Context: an optimization exercise on an open-source flow, tuned for small area and a short achievable clock period. The choices shown serve that exercise and are no tape-out recipe.
RTL that was checked went through simulation tests only; none was proved equivalent to the original.
Power and IR drop assume default switching activity.

==> flow/design.v (excerpt) <==
module hb1dec (
    input  wire        clk,
    input  wire        rst,         
    input  wire        in_valid,
    input  wire [31:0] in_data,
    output reg         out_valid,
    output reg  [31:0] out_data
);
    reg        iv;
    reg [15:0] dlo, dhi;
    reg [15:0] hreg;     
    reg        phase;    
    reg        a1;       
    reg        ea1;      
    reg        b1;       
    reg        nb1;      
    reg        c2, c3, c4;
    reg        c2k;      
    reg        nc2k;     
    reg        nnb;      
    reg  [9:0] vo;       
    wire oacc = iv & phase;
    wire eacc = iv & ~phase;
    always @(posedge clk) begin
        c2k  <= b1;
        nc2k <= ~b1;
        nnb  <= nb1;
        dlo  <= in_data[15:0];
        dhi  <= in_data[31:16];
        hreg <= dhi;
        if (rst) begin
            iv <= 1'b0;
            phase <= 1'b0;
            a1 <= 1'b0; ea1 <= 1'b0; b1 <= 1'b0; nb1 <= 1'b1;
            c2 <= 1'b0; c3 <= 1'b0; c4 <= 1'b0;
            out_valid <= 1'b0;
            vo <= 10'd0;
        end else begin
            iv <= in_valid;
            if (iv) phase <= ~phase;
            a1 <= oacc; ea1 <= eacc; b1 <= a1; nb1 <= ~a1;
            c2 <= b1; c3 <= c2; c4 <= c3;
            out_valid <= c4;
  ...
clock: 18.0 ns
lec_check: 0
cap_margin: 20
core_margin: 2
core_utilization: 60
slew_margin: 20
synth_hierarchical: 1
synth_minimum_keep_size: 0
standard.sh (not shown) runs the stock make flow with config.mk's settings and CLKGATE_MAP_FILE= SYNTH_SCRIPT=/design/flow/synth_recipe.tcl, a recipe that flattens the netlist after the stock synthesis.
==> flow/flow/run.sh <==
#!/bin/bash
# The standard layout (the standard.sh), with the port buffers made of
# buf_2 cells instead of the cell buffer_ports picks by default, and clock
# tree synthesis without dummy loads.
set -euo pipefail
export BUFFER_PORTS_ARGS="-buffer_cell sky130_fd_sc_hd__buf_2"
export CTS_ARGS="-sink_clustering_enable -repair_clock_nets -sink_clustering_size 24 -sink_clustering_max_diameter 100 -dont_use_dummy_load"
bash standard.sh > standard.log 2>&1
Next try:
--- a/flow/design.v
+++ b/flow/design.v
@@ -1,89 +1,119 @@
 module hb1dec (
     input  wire        clk,
     input  wire        rst,         
     input  wire        in_valid,
     input  wire [31:0] in_data,
     output reg         out_valid,
     output reg  [31:0] out_data
 );
-    reg        iv;
-    reg [15:0] dlo, dhi;
     reg [15:0] hreg;     
     reg        phase;    
     reg        a1;       
     reg        ea1;      
     reg        b1;       
     reg        nb1;      
     reg        c2, c3, c4;
     reg        c2k;      
     reg        nc2k;     
     reg        nnb;      
     reg  [9:0] vo;       
-    wire oacc = iv & phase;
-    wire eacc = iv & ~phase;
+    wire oacc = in_valid & phase;
+    wire eacc = in_valid & ~phase;
+    reg        ph1, ph2, ph3;            
+    reg        a1g1, a1g2, a1g3, ea1g1, ea1g2, ea1g3;
+    wire       og1 = in_valid & ph1,  eg1 = in_valid & ~ph1;
+    wire       og2 = in_valid & ~ph2, eg2 = in_valid & ph2;
+    wire       og3 = in_valid & ~ph3, eg3 = in_valid & ph3;
+    always @(posedge clk) begin
+        if (rst) begin
+            ph1 <= 1'b0; ph2 <= 1'b1; ph3 <= 1'b1;
+            a1g1 <= 1'b0; a1g2 <= 1'b0; a1g3 <= 1'b0;
+            ea1g1 <= 1'b0; ea1g2 <= 1'b0; ea1g3 <= 1'b0;
+        end else begin
+            ph1 <= ph1 ^ in_valid;
+            if (in_valid) ph2 <= ~ph2;
+            ph3 <= ph3 ^ in_valid;
+            a1g1 <= og1; a1g2 <= og2; a1g3 <= og3;
+            ea1g1 <= eg1; ea1g2 <= eg2; ea1g3 <= eg3;
+        end
+    end
     always @(posedge clk) begin
         c2k  <= b1;
         nc2k <= ~b1;
         nnb  <= nb1;
-        dlo  <= in_data[15:0];
-        dhi  <= in_data[31:16];
-        hreg <= dhi;
+        hreg <= in_data[31:16];
         if (rst) begin
-            iv <= 1'b0;
             phase <= 1'b0;
             a1 <= 1'b0; ea1 <= 1'b0; b1 <= 1'b0; nb1 <= 1'b1;
             c2 <= 1'b0; c3 <= 1'b0; c4 <= 1'b0;
             out_valid <= 1'b0;
             vo <= 10'd0;
         end else begin
-            iv <= in_valid;
-            if (iv) phase <= ~phase;
+            if (in_valid) phase <= ~phase;
             a1 <= oacc; ea1 <= eacc; b1 <= a1; nb1 <= ~a1;
             c2 <= b1; c3 <= c2; c4 <= c3;
             out_valid <= c4;
             if (oacc) vo <= {vo[8:0], 1'b1};
         end
     end
     reg [15:0] os0, os1, os2, os3, os4, os5, os6, os7, os8, os9, os10, os11, os12, os13, os14, os15, os16, os17, os18;
     always @(posedge clk)
         if (oacc | a1) begin
-            os0 <= a1 ? hreg : dlo;
+            os0 <= a1 ? hreg : in_data[15:0];
             os1 <= os0;
             os2 <= os1;
             os3 <= os2;
             os4 <= os3;
+        end
+    always @(posedge clk)
+        if (og1 | a1g1) begin
             os5 <= os4;
             os6 <= os5;
             os7 <= os6;
             os8 <= os7;
             os9 <= os8;
+        end
+    always @(posedge clk)
+        if (og2 | a1g2) begin
             os10 <= os9;
             os11 <= os10;
             os12 <= os11;
             os13 <= os12;
             os14 <= os13;
+        end
+    always @(posedge clk)
+        if (og3 | a1g3) begin
             os15 <= os14;
             os16 <= os15;
             os17 <= os16;
             os18 <= os17;
         end
     reg [15:0] es0, es1, es2, es3, es4, es5, es6, es7, es8, es9;
     always @(posedge clk)
         if (eacc | ea1) begin
-            es0 <= ea1 ? hreg : dlo;
+            es0 <= ea1 ? hreg : in_data[15:0];
             es1 <= es0;
             es2 <= es1;
+        end
+    always @(posedge clk)
+        if (eg1 | ea1g1) begin
             es3 <= es2;
             es4 <= es3;
             es5 <= es4;
+        end
+    always @(posedge clk)
+        if (eg2 | ea1g2) begin
             es6 <= es5;
             es7 <= es6;
+        end
+    always @(posedge clk)
+        if (eg3 | ea1g3) begin
             es8 <= es7;
             es9 <= es8;
         end
     wire [15:0] wan0 = ~(os0 & {16{vo[0]}});
     wire [15:0] wbn0 = ~(os18 & {16{vo[9]}});
     reg         pc0;
     reg  [16:0] pr0;
     reg  [1:0] pr0c;
     wire [16:0] psn0;
What happened: Routed wire length grows by 7.0%; maximum frequency shrinks by 2.9%; cell area shrinks by 0.71%; sequential power grows by about 5%; clock power shrinks by about 0.4%; global-route usage grows by 1.8 points; flip-flop and latch count shrinks by 24; hold slack is better by 0.014 ns; total power grows by 5.6%; final cell count barely changes.
The RTL of the second run of this note was laid out without a check of its function.

## re-timing with driven ports
How much do the figures lean on ideal ports? The routed layouts below were timed once more, with nothing changed but the port constraints. Step 1 (the two cells are an assumption about what drives the block):
set clk [get_ports {clk}]
set_driving_cell -lib_cell sky130_fd_sc_hd__clkbuf_16 $clk
set_driving_cell -lib_cell sky130_fd_sc_hd__buf_2 [delete_from_list [all_inputs] $clk]
Step 2, shift: input delay + t, output delay - t, t = (earliest + latest rising clock arrival at the registers) / 2. This alone moves slack from input paths to output paths. Slacks: no drivers / after step 1 / after step 2; pairs: no drivers / after step 1.
run | t, ns | setup WS [ns] | worst setup path after step 2
the first run | 0.636 | 13.325 / 13.304 / 13.325 | register to register
the second run | 0.631 | 13.184 / 13.230 / 12.599 | input to register
After both steps setup and hold are still met in every run listed. The setup slack of the second run, which loses most, moves by +0.046 ns with the drivers and by -0.585 ns with both steps.
